This design comes from an exercise in tuning for small area, a short achievable clock period and few clock cycles on the open sky130 flow, not from production work.
In this exercise RTL edits were held to simulation tests only and were not proved equivalent to the original.

**flow/config.mk**
```make
export PLATFORM = sky130hd
export DESIGN_NAME = q9_dotacc
export DESIGN_NICKNAME = q9_dotacc
export VERILOG_FILES = /design/flow/design.v
export SDC_FILE = /design/flow/constraint.sdc
export NUM_CORES = 4
export LEC_CHECK = 0
export CAP_MARGIN = 20
export CORE_MARGIN = 2
export CORE_UTILIZATION = 40
export SLEW_MARGIN = 20
```
**flow/constraint.sdc**
```tcl
create_clock -name core_clock -period 90.0 [get_ports {clk}]
set_input_delay 18.0000 -clock core_clock [delete_from_list [all_inputs] [get_ports {clk}]]
set_output_delay 18.0000 -clock core_clock [all_outputs]
set_load 0.01 [all_outputs]
```
**flow/design.v**
```verilog
module q9_dotacc (
    input  wire         clk,
    input  wire         rst,
    input  wire         in_valid,
    output wire         in_ready,
    input  wire         in_first,
    input  wire         in_last,
    input  wire         in_fmt,
    input  wire [127:0] in_w,
    input  wire [127:0] in_a,
    input  wire [15:0]  in_sw,
    input  wire [15:0]  in_sa,
    output reg          out_valid,
    output wire [31:0]  out_acc,
    output wire         out_nsc,
    output wire         out_of
);
    reg [31:0] acc;
    reg        nsc;
    reg        ovf;
    assign in_ready = 1'b1;
    assign out_acc  = acc;
    assign out_nsc  = nsc;
    assign out_of   = ovf;
    wire signed [12:0] s_lo;
    wire signed [12:0] s_hi;
    q9_half_dot u_dot_lo (.w(in_w[63:0]),   .a(in_a[63:0]),   .s(s_lo));
    q9_half_dot u_dot_hi (.w(in_w[127:64]), .a(in_a[127:64]), .s(s_hi));
    wire signed [13:0] s_all = s_lo + s_hi;
    wire signed [13:0] s_first = in_fmt ? {s_lo[12], s_lo} : s_all;
    wire               c1_nan, c1_sign;
    wire        [19:0] c1_mag;
    wire signed [10:0] c1_exp;
    wire               c2_nan, c2_sign;
    wire        [19:0] c2_mag;
    wire signed [10:0] c2_exp;
    q9_contrib u_c1 (
        .s(s_first), .qf4(in_fmt), .sw(in_sw[7:0]), .sa(in_sa[7:0]),
        .c_nan(c1_nan), .c_sign(c1_sign), .c_mag(c1_mag), .c_exp(c1_exp)
    );
    q9_contrib u_c2 (
        .s({s_hi[12], s_hi}), .qf4(1'b1), .sw(in_sw[15:8]), .sa(in_sa[15:8]),
        .c_nan(c2_nan), .c_sign(c2_sign), .c_mag(c2_mag), .c_exp(c2_exp)
    );
    wire [31:0] acc_start = in_first ? 32'h0000_0000 : acc;
    wire [31:0] sum1, sum2;
    wire        of1, of2;
    q9_acc_add u_add1 (
        .acc(acc_start), .c_nan(c1_nan), .c_sign(c1_sign), .c_mag(c1_mag),
        .c_exp(c1_exp), .res(sum1), .ovf(of1)
    );
    q9_acc_add u_add2 (
        .acc(sum1), .c_nan(c2_nan), .c_sign(c2_sign), .c_mag(c2_mag),
        .c_exp(c2_exp), .res(sum2), .ovf(of2)
    );
    wire [31:0] acc_next = in_fmt ? sum2 : sum1;
    wire        nsc_beat = c1_nan | (in_fmt & c2_nan);
    wire        of_beat  = of1 | (in_fmt & of2);
    wire take = in_valid & in_ready;
    always @(posedge clk) begin
        if (rst) begin
            out_valid <= 1'b0;
        end else begin
            out_valid <= take & in_last;
        end
        if (take) begin
            acc <= acc_next;
            nsc <= (in_first ? 1'b0 : nsc) | nsc_beat;
            ovf <= (in_first ? 1'b0 : ovf) | of_beat;
        end
    end
endmodule
module q9_half_dot (
    input  wire        [63:0] w,
    input  wire        [63:0] a,
    output reg  signed [12:0] s
);
    localparam [31:0] FP4_MAG = 32'hC864_3210;
    integer i;
    reg [3:0] wm, am;
    reg [7:0] p;
    always @(*) begin
        s = 13'sd0;
        for (i = 0; i < 16; i = i + 1) begin
            wm = FP4_MAG[4*w[4*i +: 3] +: 4];
            am = FP4_MAG[4*a[4*i +: 3] +: 4];
            p  = wm * am;
            if (w[4*i+3] ^ a[4*i+3])
                s = s - $signed({5'd0, p});
            else
                s = s + $signed({5'd0, p});
        end
    end
endmodule
module q9_contrib (
    input  wire signed [13:0] s,
    input  wire               qf4,
    input  wire        [7:0]  sw,
    input  wire        [7:0]  sa,
    output wire               c_nan,
    output wire               c_sign,
    output wire        [19:0] c_mag,
    output wire signed [10:0] c_exp
);
    wire [13:0] s_abs = s[13] ? -s : s;
    wire [3:0] sig_w = {(sw[7:3] != 5'd0), sw[2:0]};
    wire [3:0] sig_a = {(sa[7:3] != 5'd0), sa[2:0]};
    wire [4:0] ew    = (sw[7:3] == 5'd0) ? 5'd1 : sw[7:3];
    wire [4:0] ea    = (sa[7:3] == 5'd0) ? 5'd1 : sa[7:3];
    wire [7:0]  sig_prod = sig_w * sig_a;
    wire [21:0] mag_qf4  = s_abs * sig_prod;
    assign c_nan  = (sw == 8'hFF) | (sa == 8'hFF);
    assign c_sign = s[13];
    assign c_mag  = qf4 ? mag_qf4[19:0] : {6'd0, s_abs};
    assign c_exp  = qf4 ? ($signed({6'd0, ew}) + $signed({6'd0, ea}) - 11'sd38)
                        : ($signed({3'd0, sw}) + $signed({3'd0, sa}) - 11'sd256);
endmodule
module q9_acc_add (
    input  wire        [31:0] acc,
    input  wire               c_nan,
    input  wire               c_sign,
    input  wire        [19:0] c_mag,
    input  wire signed [10:0] c_exp,
    output reg         [31:0] res,
    output reg                ovf
);
    localparam signed [12:0] TOP_ZERO = -13'sd2048;
    integer i;
    wire [7:0]  a_e   = acc[30:23];
    wire [22:0] a_m   = acc[22:0];
    wire        a_nan = (a_e == 8'hFF) & (a_m != 23'd0);
    wire        a_inf = (a_e == 8'hFF) & (a_m == 23'd0);
    wire [23:0] a_sig = {(a_e != 8'd0), a_m};
    wire signed [12:0] a_lsb = $signed({5'd0, (a_e == 8'd0) ? 8'd1 : a_e}) - 13'sd150;
    wire [23:0] c_sig = {4'd0, c_mag};
    wire signed [12:0] c_lsb = {{2{c_exp[10]}}, c_exp};
    reg [4:0] lz_a, lz_c;
    always @(*) begin
        lz_a = 5'd24;
        lz_c = 5'd24;
        for (i = 0; i < 24; i = i + 1) begin
            if (a_sig[i]) lz_a = 5'd23 - i[4:0];
            if (c_sig[i]) lz_c = 5'd23 - i[4:0];
        end
    end
    wire [23:0] n_a = a_sig << lz_a;
    wire [23:0] n_c = c_sig << lz_c;
    wire signed [12:0] top_a = (a_sig == 24'd0) ? TOP_ZERO
                             : a_lsb + 13'sd23 - $signed({8'd0, lz_a});
    wire signed [12:0] top_c = (c_sig == 24'd0) ? TOP_ZERO
                             : c_lsb + 13'sd23 - $signed({8'd0, lz_c});
    wire s_a = acc[31];
    wire s_c = c_sign & (c_mag != 20'd0);
    wire               a_big   = (top_a >= top_c);
    wire        [23:0] n_big   = a_big ? n_a : n_c;
    wire        [23:0] n_small = a_big ? n_c : n_a;
    wire               s_big   = a_big ? s_a : s_c;
    wire               s_small = a_big ? s_c : s_a;
    wire signed [12:0] top_big = a_big ? top_a : top_c;
    wire        [12:0] d       = a_big ? (top_a - top_c) : (top_c - top_a);
    wire        [5:0]  d_sat   = (d > 13'd63) ? 6'd63 : d[5:0];
    wire [103:0] sm_wide = {n_small, 80'd0} >> d_sat;
    wire         sm_lost = (sm_wide[51:0] != 52'd0);
    wire [52:0]  f_big   = {1'b0, n_big, 28'd0};
    wire [52:0]  f_small = {1'b0, sm_wide[103:53], sm_wide[52] | sm_lost};
    reg [52:0] f;
    reg        f_sign;
    always @(*) begin
        if (s_big == s_small) begin
            f      = f_big + f_small;
            f_sign = s_big;
        end else if (f_small > f_big) begin
            f      = f_small - f_big;
            f_sign = s_small;
        end else begin
            f      = f_big - f_small;
            f_sign = s_big;
        end
    end
    reg [5:0] lz_f;
    always @(*) begin
        lz_f = 6'd53;
        for (i = 0; i < 53; i = i + 1)
            if (f[i]) lz_f = 6'd52 - i[5:0];
    end
    wire        [52:0] f_n  = f << lz_f;
    wire signed [12:0] e_r  = top_big + 13'sd1 - $signed({7'd0, lz_f});
    wire               sub  = (e_r < -13'sd126);
    wire        [12:0] sh   = -13'sd126 - e_r;
    wire        [5:0]  sh_sat = !sub ? 6'd0 : ((sh > 13'd63) ? 6'd63 : sh[5:0]);
    wire [116:0] r_wide = {f_n, 64'd0} >> sh_sat;
    wire [23:0]  kept   = r_wide[116:93];
    wire         g_bit  = r_wide[92];
    wire         st_bit = (r_wide[91:0] != 92'd0);
    wire         up     = g_bit & (st_bit | kept[0]);
    wire [24:0]  kr     = {1'b0, kept} + {24'd0, up};
    wire signed [12:0] e_base = sub ? 13'sd0 : (e_r + 13'sd126);
    wire signed [12:0] e_fld  = e_base + $signed({11'd0, kr[24:23]});
    always @(*) begin
        ovf = 1'b0;
        if (c_nan | a_nan) begin
            res = 32'h7FC0_0000;
        end else if (a_inf) begin
            res = acc;
        end else if (f == 53'd0) begin
            res = 32'h0000_0000;
        end else if (e_fld >= 13'sd255) begin
            res = {f_sign, 8'hFF, 23'd0};
            ovf = 1'b1;
        end else begin
            res = {f_sign, e_fld[7:0], kr[22:0]};
        end
    end
endmodule
```
**flow/run.sh**
```bash
#!/bin/bash
# synth_recipe.tcl (not shown) runs the flow's synth.tcl, then flattens the netlist and writes it again
# the make line also repeats each setting of config.mk as NAME=value (left out here)
make -C /OpenROAD-flow-scripts/flow DESIGN_CONFIG=/design/flow/config.mk WORK_HOME=/design/flow/orfs CLKGATE_MAP_FILE= SYNTH_SCRIPT=/design/flow/synth_recipe.tcl finish
```
==> summary.txt <==
# TYPE chip_impl_metric gauge
chip_impl_metric{name="clk_transition_reported_paths",unit="ns"} 0.06
chip_impl_metric{name="synth_enable_flop_cells",unit=""} 34
chip_impl_metric{name="postSynthCellCount",unit=""} 14900
chip_impl_metric{name="finish.net_count",unit=""} 17000
chip_impl_metric{name="post_synth_num_cell_types",unit=""} 159
chip_impl_info{name="netlist.top_cell.by_area",value="sky130_fd_sc_hd__ha_1"} 1
chip_impl_info{name="hp-class",value="register to register"} 1
chip_impl_metric{name="cts.path.max_buffers",unit=""} 2
chip_impl_metric{name="clock-skew-final",unit="ns"} 0.00654
chip_impl_metric{name="num-fill-cells",unit=""} 27000
chip_impl_metric{name="timing.final.setup_violations",unit=""} 0
chip_impl_metric{name="antenna_violating_nets_post_route",unit=""} 0
chip_impl_metric{name="routed_wl",unit="um"} 464000
chip_impl_metric{name="seq_total_area_yosys",unit="%"} 1.01
chip_impl_metric{name="ff2ff_path_depth",unit=""} 222
chip_impl_metric{name="fmaxAchievable",unit="GHz"} 0.0116
chip_impl_metric{name="grt_pass1_vias",unit=""} 112000
chip_impl_metric{name="drc",unit=""} 0
chip_impl_info{name="run_status",value="finished clean"} 1
chip_impl_metric{name="netlist.area_leader.share",unit="%"} 14.5
chip_impl_info{name="cts.root.buffer_cell",value="sky130_fd_sc_hd__clkbuf_16"} 1
chip_impl_metric{name="die-height",unit="um"} 511
chip_impl_info{name="cts_tree",value="yes"} 1
chip_impl_metric{name="area.growth.synth_to_final",unit="%"} 10.6
chip_impl_metric{name="postLayoutCellArea",unit="mm^2"} 0.114
chip_impl_metric{name="cp_slowest_stage_delay",unit="ns"} 0.73
chip_impl_metric{name="fp.dieArea",unit="mm^2"} 0.261
chip_impl_metric{name="core_area",unit="mm^2"} 0.255
chip_impl_metric{name="grt.overflow.total",unit=""} 0
chip_impl_metric{name="maximum_fanout_along_the_worst_path",unit=""} 22
chip_impl_metric{name="rows",unit=""} 185
chip_impl_info{name="worst_setup_path_start_kind",value="input port"} 1
chip_impl_metric{name="synthesized_cell_area",unit="mm^2"} 0.103
chip_impl_metric{name="yosys_register_bits",unit=""} 35
chip_impl_info{name="synthFlopType",value="sky130_fd_sc_hd__edfxtp_1"} 1
chip_impl_metric{name="max_slew.worst_pin.slew",unit="ns"} 1.31
chip_impl_metric{name="slew_viol_final",unit=""} 0
chip_impl_metric{name="layout_worst_path_cycle_share",unit="%"} 95.8
chip_impl_metric{name="grt_first_pass_wirelength",unit="um"} 698000
chip_impl_metric{name="grtUsageTotal",unit="%"} 34.0
chip_impl_metric{name="post-route-min-period",unit="ns"} 86.23
chip_impl_info{name="timing.critical_path.slowest_stage_cell",value="sky130_fd_sc_hd__a2111oi_1"} 1
chip_impl_metric{name="num_vias",unit=""} 119000
chip_impl_metric{name="setup-tns-final",unit="ns"} 0
chip_impl_metric{name="antenna_found_initial",unit=""} 37
chip_impl_info{name="worstSetupEndpointType",value="register"} 1
chip_impl_metric{name="fp.dieW",unit="um"} 511
chip_impl_metric{name="insertion_delay",unit="ns"} 0.28
chip_impl_metric{name="first_iter_violations",unit=""} 15400
chip_impl_metric{name="start_util",unit="%"} 40.3
chip_impl_metric{name="timing_hold_violations_final",unit=""} 0
chip_impl_metric{name="timing.hold.worst_path_depth",unit=""} 1
chip_impl_metric{name="synthesis.area_per_instance",unit="um^2"} 6.88
chip_impl_metric{name="grt_max_degree",unit=""} 75
chip_impl_metric{name="critPathArrivalTime",unit="ns"} 86.27
chip_impl_metric{name="cts_hold_repair.buffers",unit=""} 0
chip_impl_info{name="timing_worst_setup_path_type",value="input port to register"} 1
chip_impl_metric{name="routabilityCongestion",unit=""} 1.07
chip_impl_metric{name="ioPinCount",unit=""} 330
chip_impl_metric{name="required",unit="ns"} 90.04
chip_impl_metric{name="placement.cell_area",unit="mm^2"} 0.112
chip_impl_metric{name="viasPerCell",unit=""} 6.43
chip_impl_metric{name="tritoncts.num_buffers",unit=""} 5
chip_impl_metric{name="smallest_hold_slack",unit="ns"} 0.626
chip_impl_metric{name="clock-sinks",unit=""} 35
chip_impl_metric{name="drive_gt1_share",unit="%"} 8.49
chip_impl_metric{name="drv.max_cap_violation_count",unit=""} 0
chip_impl_metric{name="ys.warnings.count",unit=""} 3
chip_impl_metric{name="htree_num_levels",unit=""} 2
chip_impl_metric{name="asyncSetResetFlopFracSynth",unit="%"} 0
chip_impl_info{name="worst_path_most_repeated_cell",value="sky130_fd_sc_hd__ha_1"} 1
chip_impl_metric{name="pre_cts_slack",unit="ns"} -0.579
chip_impl_metric{name="first_drt_pass_iteration_count",unit=""} 9
chip_impl_metric{name="finalWorstSetupSlack",unit="ns"} 3.77
chip_impl_info{name="yosys-top-cells-area",value="sky130_fd_sc_hd__ha_1 (14%), sky130_fd_sc_hd__fa_1 (6.5%), sky130_fd_sc_hd__nor2_1 (5.6%), sky130_fd_sc_hd__xnor2_1 (5.3%), sky130_fd_sc_hd__a21oi_1 (5.1%)"} 1
chip_impl_metric{name="place.port_buffers",unit=""} 328
chip_impl_metric{name="drt-wirelength-per-cell",unit="um"} 25.0
chip_impl_metric{name="timing.slew.headroom",unit="%"} 12.4
chip_impl_metric{name="place_hpwl",unit="um"} 381000
critical path: cells and delay by family:
family / cells / cell delay, ns
compound gates: 126 / 26.11
simple gates: 81 / 15.37
fa+ha+maj: 41 / 14.85
buf+inv: 35 / 5.64
xor+xnor: 25 / 4.82
mux: 5 / 1.21
area by class of cell:
class / instances / area (um^2) / area share (%)
Multi-Input combinational cell: 13000 / 95500 / 84.1
Tap cell: 3366 / 4210 / 3.71
Inverter: 1189 / 4470 / 3.94
Sequential cell: 35 / 1040 / 0.917
Timing Repair Buffer: 952 / 8100 / 7.13
Clock buffer: 5 / 125 / 0.110
Antenna cell: 21 / 52.6 / 0.0463
Clock inverter: 3 / 47.5 / 0.0419
through the flow:
step	utilization [%]	cells
after CTS	44.0	18500
after floorplan	-	14900
after detailed placement	44.0	18500
after global routing	44.6	18600
final	44.6	18600
after global placement	43.9	18500
state kept, by name, indices dropped and copies added (netlist names):
signal and flops:
acc 32, out_valid 1, nsc 1, ovf 1
layer usage:
| layer | routed length [um] | track usage (%) | up-vias |
|---|---|---|---|
| met4 | 30700 | 18.0 | 20 |
| met5 | 130 | 0 | - |
| met2 | 198000 | 53.0 | 6470 |
| met1 | 193000 | 44.7 | 56100 |
| li1 | - | - | 55300 |
| met3 | 43200 | 5.61 | 1519 |
timing repair:
action                     in CTS  in global routing
setup endpoints to repair      21                 32
pin swaps                       0                 21
resized for setup               2                198
gates cloned                    0                  3
setup buffers                   0                 38
synthesized netlist by cell type, drive strengths merged (247+ instances only):
cell type,count
xor2,435
xnor2,630
clkbuf,457
nor3,366
a21oi,1049
a21o,507
ha,1188
inv,1185
fa,332
nor2,1526
nand3,463
o21ai,875
nand2b,247
nand2,1331
cell families (layout without fill, tap and decap cells):
family,count (synthesis),count (layout),share of synthesized area [%]
adder cells (fa/ha/maj),1521,1521,21.0
flip-flops,35,35,1.01
XOR/XNOR,1069,1069,9.23
multiplexers,308,308,3.26
AND/OR/NAND/NOR,5169,5169,24.5
buffers and inverters,1877,2149,7.29
AO/OA/AOI/OAI,4943,4945,33.8
other,2,28,0.00732
final timing paths:
check | from | end | slack (ns)
worst max-delay path | in_a[1] | acc[17] | 3.77
worst min-delay path | ovf | ovf | 0.63
worst min register to register | ovf | ovf | 0.63
worst max register to register | acc[24] | acc[17] | 40.58
placed cells by master (no fill, tap or decap), types with 236 or more instances in the layout:
cell / instances
sky130_fd_sc_hd__a21o_1: 506
sky130_fd_sc_hd__inv_1: 1160
sky130_fd_sc_hd__nand3_1: 456
sky130_fd_sc_hd__o21ai_0: 688
sky130_fd_sc_hd__a21oi_1: 1015
sky130_fd_sc_hd__nor3_1: 336
sky130_fd_sc_hd__clkdlybuf4s50_1: 323
sky130_fd_sc_hd__mux2i_1: 236
sky130_fd_sc_hd__xor2_1: 430
sky130_fd_sc_hd__buf_4: 607
sky130_fd_sc_hd__nor2_1: 1498
sky130_fd_sc_hd__nand2_1: 1315
sky130_fd_sc_hd__xnor2_1: 600
sky130_fd_sc_hd__ha_1: 1185
sky130_fd_sc_hd__nand2b_1: 246
sky130_fd_sc_hd__fa_1: 331
Testbench counts, summed over its fixed seeds: cycles 31,393.

==> static timing again, ports no longer ideal <==
The flow's constraints put no driver on any port. The routed layout listed below was extracted and timed again, unchanged, in two steps.
Step 1 (the two cells are an assumption about what drives the block):
set clk [get_ports {clk}]
set_driving_cell -lib_cell sky130_fd_sc_hd__clkbuf_16 $clk
set_driving_cell -lib_cell sky130_fd_sc_hd__buf_2 [delete_from_list [all_inputs] $clk]
Step 2 also shifts input and output timing later by t, the mid clock arrival at the registers, as if the neighbouring blocks saw the same clock.
a / b / c = ideal ports / drivers / drivers and shift; a / b = the first two.
t, ns: 0.320
slack for setup (ns): 3.765 / 3.783 / 3.464
hold slack, ns: 0.626 / 0.626 / 0.626
worst setup path at the end: input to register
pins driven straight from the clock port: 1
After both steps this run still meets setup and hold. The setup slack of this run moves by +0.018 ns with the drivers and by -0.301 ns with both steps.
